Background: an optimization exercise with open tools, aiming at small area, a short achievable clock period and few clock cycles per item. Do not read the settings as production practice.
The RTL of this run was laid out without a check of its function.
No activity file was given, so power comes from the tool's default toggle rates.

**design/flow/config.mk**
```make
export PLATFORM = sky130hd
export DESIGN_NAME = stripe_pq
export DESIGN_NICKNAME = stripe_pq
export VERILOG_FILES = /design/flow/design.v
export SDC_FILE = /design/flow/constraint.sdc
export NUM_CORES = 4
export LEC_CHECK = 0
export ABC_CLOCK_PERIOD_IN_PS = 3000
export CAP_MARGIN = 20
export CORE_MARGIN = 2
export CORE_UTILIZATION = 50
export PLACE_DENSITY = 0.6
export SETUP_SLACK_MARGIN = 5
export SLEW_MARGIN = 20
```
**design/flow/constraint.sdc**
```tcl
create_clock -name core_clock -period 10.0 [get_ports {clk}]
set_input_delay 2.0000 -clock core_clock [delete_from_list [all_inputs] [get_ports {clk}]]
set_output_delay 2.0000 -clock core_clock [all_outputs]
set_load 0.01 [all_outputs]
```
**design/flow/design.v**
```verilog
module stripe_pq (
  input  wire        clk,
  input  wire        rst,
  input  wire        in_valid,
  output wire        in_ready,
  input  wire [63:0] in_data,
  input  wire [5:0]  cfg_n,        
  input  wire [4:0]  cfg_ppos,     
  input  wire [1:0]  cfg_nlost,    
  input  wire [4:0]  cfg_lost0,
  input  wire [4:0]  cfg_lost1,
  output wire        out_valid,
  input  wire        out_ready,
  output wire [63:0] out_a,
  output wire [63:0] out_b
);
  function automatic [7:0] gf_mul(input [7:0] a, input [7:0] b);
    integer i;
    reg [7:0] p, aa;
    begin
      p  = 8'h00;
      aa = a;
      for (i = 0; i < 8; i = i + 1) begin
        if (b[i]) p = p ^ aa;
        aa = {aa[6:0], 1'b0} ^ (aa[7] ? 8'h1D : 8'h00);
      end
      gf_mul = p;
    end
  endfunction
  function automatic [7:0] gf_x(input [7:0] a);        
    gf_x = {a[6:0], 1'b0} ^ (a[7] ? 8'h1D : 8'h00);
  endfunction
  function automatic [7:0] gf_xi(input [7:0] a);       
    gf_xi = {1'b0, a[7:1]} ^ (a[0] ? 8'h8E : 8'h00);
  endfunction
  function automatic [63:0] gf_x8(input [63:0] w);
    integer i;
    begin
      for (i = 0; i < 8; i = i + 1) gf_x8[8*i +: 8] = gf_x(w[8*i +: 8]);
    end
  endfunction
  function automatic [63:0] gf_xi8(input [63:0] w);
    integer i;
    begin
      for (i = 0; i < 8; i = i + 1) gf_xi8[8*i +: 8] = gf_xi(w[8*i +: 8]);
    end
  endfunction
  function automatic [63:0] gf_mul8(input [63:0] w, input [7:0] c);
    integer i;
    begin
      for (i = 0; i < 8; i = i + 1) gf_mul8[8*i +: 8] = gf_mul(w[8*i +: 8], c);
    end
  endfunction
  function automatic [7:0] tp(input [4:0] d);
    begin
      case (d)
      5'd1:  tp = 8'hf5;  5'd2:  tp = 8'ha6;  5'd3:  tp = 8'h9c;  5'd4:  tp = 8'h73;
      5'd5:  tp = 8'hec;  5'd6:  tp = 8'h5e;  5'd7:  tp = 8'h55;  5'd8:  tp = 8'ha1;
      5'd9:  tp = 8'ha8;  5'd10: tp = 8'hfa;  5'd11: tp = 8'h75;  5'd12: tp = 8'h84;
      5'd13: tp = 8'he5;  5'd14: tp = 8'hc1;  5'd15: tp = 8'h8b;  5'd16: tp = 8'h66;
      5'd17: tp = 8'hdd;  5'd18: tp = 8'h27;  5'd19: tp = 8'h62;  5'd20: tp = 8'hf3;
      5'd21: tp = 8'he8;  5'd22: tp = 8'hb5;  5'd23: tp = 8'hd3;  5'd24: tp = 8'h03;
      5'd25: tp = 8'h8f;  5'd26: tp = 8'hbb;  5'd27: tp = 8'hab;  5'd28: tp = 8'hdf;
      5'd29: tp = 8'h88;  5'd30: tp = 8'h56;  5'd31: tp = 8'h58;
      default: tp = 8'h00;
      endcase
    end
  endfunction
  function automatic [31:0] gf_xi4(input [31:0] w);
    integer i;
    begin
      for (i = 0; i < 4; i = i + 1) gf_xi4[8*i +: 8] = gf_xi(w[8*i +: 8]);
    end
  endfunction
  function automatic [31:0] gf_mul4(input [31:0] w, input [7:0] c);
    integer i;
    begin
      for (i = 0; i < 4; i = i + 1) gf_mul4[8*i +: 8] = gf_mul(w[8*i +: 8], c);
    end
  endfunction
  reg  [4:0]  apos;          
  reg         rdy;           
  reg         ov;            
  reg         full;          
  reg         cp;            
  reg  [2:0]  ops;           
  reg         q1, q2;        
  reg         xa, xb;        
  reg  [5:0]  jn;
  reg  [4:0]  jp, jl0, jl1;
  reg  [1:0]  jnl;
  wire fire   = in_valid && rdy;
  wire a_nz   = (apos != 5'd0);
  wire a_last = a_nz && ({1'b0, apos} + 6'd1 == jn);
  wire a_p  = a_nz ? (apos == jp) : (cfg_ppos == 5'd0);
  wire a_q  = a_nz ? ({1'b0, apos} == {1'b0, jp} + 6'd1)
                   : ({1'b0, cfg_ppos} + 6'd1 == cfg_n);      
  wire a_l0 = a_nz ? ((jnl != 2'd0) && (apos == jl0))
                   : ((cfg_nlost != 2'd0) && (cfg_lost0 == 5'd0));
  wire a_l1 = a_nz && (jnl == 2'd2) && (apos == jl1);
  wire a_qm = a_q && !a_l0 && !a_l1;                  
  wire a_dn = a_nz && !a_p && !a_q;                   
  reg  [63:0] in_r;
  reg         v_r, first_r, last_r;
  reg         is_p, is_q, is_l0, is_l1;
  wire        is_d = !is_p && !is_q;
  wire        lost = is_l0 || is_l1;
  wire        exec   = xa || xb;
  wire        last_done = v_r && last_r;
  wire        full_n = last_done || (full && !cp);
  wire        q1_n   = fire && a_qm;
  wire        q2_n   = q1;
  wire        ov_n   = (exec && ops == 3'd4) || (ov && !out_ready);
  wire [2:0]  ops_n  = cp ? 3'd1 : !exec ? ops : (ops == 3'd4) ? 3'd0 : ops + 3'd1;
  wire        cp_n   = full_n && (ops_n == 3'd0) && !ov_n;
  wire        xa_n   = !q1_n && !q2_n && (ops_n == 3'd1 || ops_n == 3'd2);
  wire        xb_n   = !q1_n && !q2_n && (ops_n == 3'd3 || ops_n == 3'd4);
  wire        apz_n  = fire ? a_last : !a_nz;            
  wire        rdy_n  = !apz_n || ((ops_n == 3'd0) && !ov_n && !q1_n);
  always @(posedge clk) begin
    in_r    <= in_data;
    first_r <= !a_nz;
    last_r  <= a_last;
    is_p    <= a_p;
    is_q    <= a_q;
    is_l0   <= a_l0;
    is_l1   <= a_l1;
    if (rst) begin
      apos <= 5'd0;
      v_r  <= 1'b0;
      rdy  <= 1'b1;
      full <= 1'b0;
      cp   <= 1'b0;
      ops  <= 3'd0;
      q1   <= 1'b0;
      q2   <= 1'b0;
      xa   <= 1'b0;
      xb   <= 1'b0;
      ov   <= 1'b0;
    end else begin
      v_r  <= fire;
      rdy  <= rdy_n;
      full <= full_n;
      cp   <= cp_n;
      ops  <= ops_n;
      q1   <= q1_n;
      q2   <= q2_n;
      xa   <= xa_n;
      xb   <= xb_n;
      ov   <= ov_n;
      if (fire) apos <= a_last ? 5'd0 : apos + 5'd1;
    end
    if (fire && !a_nz) begin
      jn  <= cfg_n;
      jp  <= cfg_ppos;
      jnl <= cfg_nlost;
      jl0 <= cfg_lost0;
      jl1 <= cfg_lost1;
    end
  end
  assign in_ready = rdy;
  wire plast  = ({1'b0, jp} + 6'd1 == jn);
  wire l0_q   = ({1'b0, jl0} == {1'b0, jp} + 6'd1) || (jl0 == 5'd0 && plast);
  wire l1_q   = ({1'b0, jl1} == {1'b0, jp} + 6'd1);
  wire qlost  = ((jnl != 2'd0) && l0_q) || ((jnl == 2'd2) && l1_q);
  reg  [3:0] c_jf;           
  always @* begin
    case (jnl)
      2'd0: c_jf = 4'b0110;
      2'd1: c_jf = qlost ? 4'b1000 : 4'b0100;
      default:
        if (!qlost) c_jf = (jl0 == jp) ? 4'b1110 : 4'b1011;
        else        c_jf = l1_q ? 4'b0110 : 4'b1001;
    endcase
  end
  reg  [3:0] jf, jf_h;
  reg  [63:0] sp, z, res_a, res_b;
  reg  [31:0] mx;            
  reg  [7:0]  pw, cq, al, be, ah, bh, mc;
  reg  [4:0]  cnt;
  reg  [7:0]  tpv;           
  reg         l0d;
  wire [31:0] m_o  = gf_mul4(mx, mc);
  wire        add_sp = !is_q && !lost;
  wire        add_d  = is_d && !lost;
  wire [63:0] z_h  = !v_r ? z : first_r ? 64'd0 : is_d ? gf_xi8(z) : z;
  wire        q2z    = q2 && !(v_r && first_r);
  wire        zd     = v_r && add_d;
  wire [63:0] z_in = {(zd ? in_r[63:32] : 32'd0) ^ (q2z ? m_o : 32'd0),
                      zd ? in_r[31:0] : q1 ? m_o : 32'd0};
  wire [7:0] pw_c  = first_r ? 8'h01 : pw;
  wire [7:0] cq_c  = first_r ? 8'h02 : cq;
  wire [7:0] al_c  = first_r ? 8'h00 : al;
  wire [7:0] be_c  = first_r ? 8'h8E : be;
  wire       l0d_c = first_r ? 1'b0 : l0d;
  wire [7:0] tp_inc = tp(cnt + 5'd1);
  reg  [7:0] cq_n, al_n, be_n;
  always @* begin
    cq_n = cq; al_n = al; be_n = be;
    if (v_r) begin
      cq_n = is_d ? gf_xi(cq_c) : cq_c;
      if (is_d && lost && !qlost) begin
        be_n = (is_l1 && l0d_c) ? tpv : 8'h01;
        al_n = (is_l1 && l0d_c) ? tpv : al_c;
      end else begin
        be_n = is_d ? gf_x(be_c) : be_c;
        al_n = (is_d && lost) ? pw_c : al_c;
      end
    end
  end
  wire [7:0] ah_n = cp ? al : ah;
  wire [7:0] bh_n = cp ? be : bh;
  wire       op_a_n = (ops_n[2:1] == 2'b00) || (ops_n == 3'd2);
  always @(posedge clk) begin
    if (v_r) sp <= (first_r ? 64'd0 : sp) ^ (add_sp ? in_r : 64'd0);
    z <= z_h ^ z_in;
    if (q1_n)      mx <= in_data[31:0];
    else if (q1)   mx <= in_r[63:32];
    else if (xa_n) mx <= cp ? z[31:0]  : exec ? res_a[63:32] : res_a[31:0];
    else           mx <= cp ? sp[31:0] : xb   ? res_b[63:32] : res_b[31:0];
    cq <= cq_n;
    al <= al_n;
    be <= be_n;
    ah <= ah_n;
    bh <= bh_n;
    mc <= q1_n ? (a_nz ? cq_n : 8'h02) : q2_n ? ((fire && a_dn) ? gf_xi(cq_n) : cq_n) : op_a_n ? bh_n : ah_n;
    if (v_r) begin
      pw  <= is_d ? gf_x(pw_c) : pw_c;
      l0d <= l0d_c || (is_d && is_l0);
      if (is_d && is_l0) begin
        cnt <= 5'd1;
        tpv <= 8'hf5;                        
      end else if (is_d) begin
        cnt <= cnt + 5'd1;
        tpv <= tp_inc;
      end
    end
    if (last_done) jf <= c_jf;
  end
  reg         rst_r;
  wire [31:0] xs = res_a[31:0] ^ m_o;
  wire [31:0] ra = (jf_h[3] ? xs : 32'd0) ^ (jf_h[2] ? res_b[31:0] : 32'd0);
  wire [31:0] rb = (jf_h[1] ? xs : 32'd0) ^ (jf_h[0] ? res_b[31:0] : 32'd0);
  always @(posedge clk) begin
    rst_r <= rst;
    if (cp) jf_h <= jf;
    if (rst_r) begin
      res_a <= 64'd0;
      res_b <= 64'd0;
    end else if (cp) begin
      res_a <= {z[63:32] ^ (q2 ? m_o : 32'd0), z[31:0]};
      res_b <= sp;
    end else if (exec) begin
      if (xa) begin
        res_a <= {m_o, res_a[63:32]};
      end else begin
        res_a <= {ra, res_a[63:32]};
        res_b <= {rb, res_b[63:32]};
      end
    end
  end
  assign out_valid = ov;
  assign out_a     = res_a;
  assign out_b     = res_b;
endmodule
```
**design/flow/flow/run.sh**
```bash
#!/bin/bash
set -euo pipefail
bash standard.sh synth > flow_synth.log 2>&1
bash standard.sh 'BUFFER_PORTS_ARGS=-buffer_cell sky130_fd_sc_hd__buf_4' SETUP_SLACK_MARGIN=6.6 finish > flow_finish.log 2>&1
```
**design/flow/standard.sh**
```bash
#!/bin/bash
# synth_recipe.tcl (not shown) runs the flow's synth.tcl, then flattens the netlist and writes it again
# the make line also repeats each setting of config.mk as NAME=value (left out here)
make -C /OpenROAD-flow-scripts/flow DESIGN_CONFIG=/design/flow/config.mk WORK_HOME=/design/flow/orfs CLKGATE_MAP_FILE= SYNTH_SCRIPT=/design/flow/synth_recipe.tcl "${@:-finish}"
```
==> impl_metrics.ini <==
[hold_path]
hold_depth = 0
hp-start = jf[1]
whs_endpoint = jf_h[1]
min_path_type = flop to flop

[power]
swShare_pct = 37.9
power.internal_w = 0.00455
p_sw_w = 0.00277
max-vdd-ir-drop_mv = 0.147
seqPwrFrac_pct = 36.8
p_leak_nw = 14.0
p_per_area_nw_per_um2 = 204
power_frac_comb_pct = 36.5
p_clk_share_pct = 26.7

[synthesis]
yosysTopAreaCellShare_pct = 22.3
netlist_area_um2 = 30900
synth-async-reset-ratio_pct = 0
ys_ff_latch = 477
synth_area_leaders = dfxtp_1 (22%), edfxtp_1 (13%), xnor2_1 (10%)
syn_nets = 3730
netlist_instances = 3623
synth_cell_types = 87
synth-edff-count = 133
ys.flop_type = dfxtp_1
synth_top_area_cell = dfxtp_1
ys_seq_area_share_pct = 35.2
syn_avg_cell_area_um2 = 8.54
yosys_warnings = 1

[route]
drt-initial-drc-count = 2722
drc = 0
route.vias.total = 28100
ant_nets = 0
viasPerCell = 6.19
wire_per_inst_um = 26.0
wl_um = 118000
dr.pass1.iters = 6

[die]
rows = 91
initial_utilization_pct = 50.3
fp.dieH_um = 253
dieWidth_um = 253
io-pin-count = 221
dieArea_um2 = 63900
coreArea_um2 = 61500

[worst_setup_path]
required_ns = 10.55
crit_fanout = 8
setup.worst_path.class = input pin to flop
r2r_start = xb
cp.arrival_ns = 4.11
cp-start-kind = input pin
reg2reg_to = mx[23]
r2r_cells = 12
ff2ff_setup_slack_ns = 6.67
end_kind = flop

[sta]
worst_pin_slew_ns = 1.19
hold_viol_final = 0
period_minus_slack_ns = 3.56
drv_slew = 0
rsz0062_at_grt = true
slew_headroom_pct = 20.0
setup_viol = 0
finalCritPeriodShare_pct = 35.6
fmax_ghz = 0.281
skew_ns = 0.0254
tns_ns = 0

[finish]
final_util_pct = 58.2
syn_to_final_growth_pct = 15.7
num_antenna_cells = 0
fill_cells = 5464
drive_above_1_share_pct = 16.0
final_cell_mix = nand2_1 (713), xnor2_1 (362), dfxtp_1 (310)
layout.nets = 3813
final_cells = 4542
layout_commonest_cell = nand2_1
layout.area.seq_um2 = 10900
multiInputGateArea_um2 = 19300

[grt]
grt.total_usage_pct = 35.9
antenna_found_initial = 1
grt_overflow = 0
grt_pass1_vias = 27000
grt_pass1_wl_um = 173000
grt_max_degree = 163

[place]
hpwl_um = 76800
finalWeightedCongestion = 0.916
port_buffers = 220
dp.cells = 4403

[clock_network]
cts_tree = yes
cts_htree_levels = 2
hold_buffers = 0
insertion_delay_ns = 0.63
cts_root_buf = clkbuf_16
clockBufferDepth = 3
clk_pin_slew_ns = 0.06
cts-buffers-inserted = 54
cts.sinks = 477

[run]
drv_cap = 0

[outcome]
status = no timing/DRC/antenna violations
[how the worst max path moves through the flow]
stage               slack (ns)  cells past startpoint        start      to
floorplan                 6.18                     10  cfg_ppos[1]     rdy
global placement          4.98                     13  cfg_ppos[1]  mx[13]
detailed placement        5.04                     13  cfg_ppos[1]  mx[13]
CTS                       6.43                     15  cfg_ppos[1]   mc[4]
global route              6.36                     14  cfg_ppos[1]  mx[13]
finish                    6.44                     13  cfg_ppos[1]  mx[13]
[through the flow]
step                      total power, W  hold WS (ns)  setup slack (ns)  cell area, µm²
after floorplan                  0.00440         0.400              6.18           31100
after global placement           0.00514         0.402              4.98           33000
after detailed placement         0.00519         0.409              5.04           33000
after CTS                        0.00722         0.423              6.43           35300
after global routing             0.00762         0.428              6.36           35800
final                            0.00732         0.422              6.44           35800
[area by class of cell]
class | instances | area share, %
clock buffer | 88 | 4.41
multi-input combinational | 2817 | 53.9
timing repair buffer | 305 | 7.42
sequential | 477 | 30.6
tap | 790 | 2.76
clock inverter | 14 | 0.314
inverter | 51 | 0.618
[power by group through the flow]
stage	clock (W)	sequential (W)	combinational, W
6_report	0.00195	0.00270	0.00267
3_5_place_dp	0	0.00273	0.00247
2_1_floorplan	0	0.00253	0.00187
4_1_cts	0.00197	0.00269	0.00257
3_3_place_gp	0	0.00272	0.00242
5_1_grt	0.00205	0.00272	0.00285
[cell families (layout without fill, tap and decap cells)]
group / Yosys count / after routing / synth area share [%]
and+or+nand+nor: 1320 / 1320 / 18.7
AOI/OAI and AO/OA: 687 / 687 / 14.2
xor gates and xnor gates: 571 / 571 / 19.4
DFF: 477 / 477 / 35.2
buffers and inverters: 329 / 458 / 4.26
muxes: 223 / 223 / 7.57
adders and majority gates: 16 / 16 / 0.647
[synth_stat cells (10+ instances only)]
cell	count
a211oi_1	42
a21o_1	22
a21oi_1	226
a221oi_1	18
a22o_1	15
a22oi_1	47
a311oi_1	25
a31oi_1	15
and2_1	16
and3_1	29
buf_1	38
buf_2	48
clkbuf_1	186
dfxtp_1	344
edfxtp_1	133
ha_1	16
inv_1	47
mux2_2	58
mux2i_1	161
nand2_1	731
nand2b_1	31
nand3_1	72
nor2_1	238
nor2b_1	80
nor3_1	40
nor3b_1	10
o211ai_1	14
o21ai_0	135
o221ai_1	22
o22ai_1	26
o31ai_1	18
or2_2	16
xnor2_1	370
xnor3_1	58
xor2_1	127
[sequential cells by signal, summed over array words and instances, names as in the netlist, 32 cells and up]
| register | count |
|---|---|
| mx | 32 |
| z | 64 |
| res_a | 64 |
| res_b | 64 |
| sp | 64 |
| in_r | 64 |
[layer usage]
| layer | vias to the layer above | share of wire [%] | track usage (%) | routed length, µm |
|---|---|---|---|---|
| met2 | 1491 | 46 | 57.8 | 53800 |
| met3 | 371 | 8.4 | 5.59 | 9930 |
| met4 | 2 | 7.4 | 22.9 | 8680 |
| li1 | 12600 | - | - | - |
| met1 | 13600 | 39 | 45.0 | 45700 |
| met5 | - | 0.014 | 0 | 16 |
[worst max-delay path, cell delays in order]
cell	delay, ns
buf_12	0.12
inv_12	0.04
ha_4	0.19
xor2_2	0.17
nor3_2	0.11
nand4_1	0.17
o32ai_4	0.21
and4_4	0.32
buf_12	0.16
nor3_2	0.07
mux2i_1	0.24
o311ai_1	0.15
a21oi_1	0.14
[repair_timing]
item	in CTS	in global routing
hold endpoints to repair	0	0
buffers inserted	18	10
pin swaps	9	35
gates cloned	4	4
setup endpoints to repair	104	96
gates resized for setup	84	112

## what the ideal ports hide
Ports are ideal in the flow. The routed layout listed here was re-timed in OpenROAD. Step 1, drivers: a clkbuf_16 drives clk and a buf_2 each remaining input, both assumed. Step 2 adds t to the input delays and takes it off the output delays; t is the mean of the earliest and latest rising clock arrival at the registers after step 1. Input paths then give back, and output paths get back, about the clock's delay inside the block. a / b / c = ideal ports / drivers / drivers and shift; a / b = the first two.
shift t [ns]: 0.678
setup WS [ns]: 6.441 / 6.438 / 5.759
worst setup path at the end: input to register
worst register clock-pin slew, ns: 0.06 / 0.06
worst slew at a driven data input, ns: 0.07
After both steps this run still meets setup and hold. The setup slack of this run moves by -0.003 ns with the drivers and by -0.682 ns with both steps.
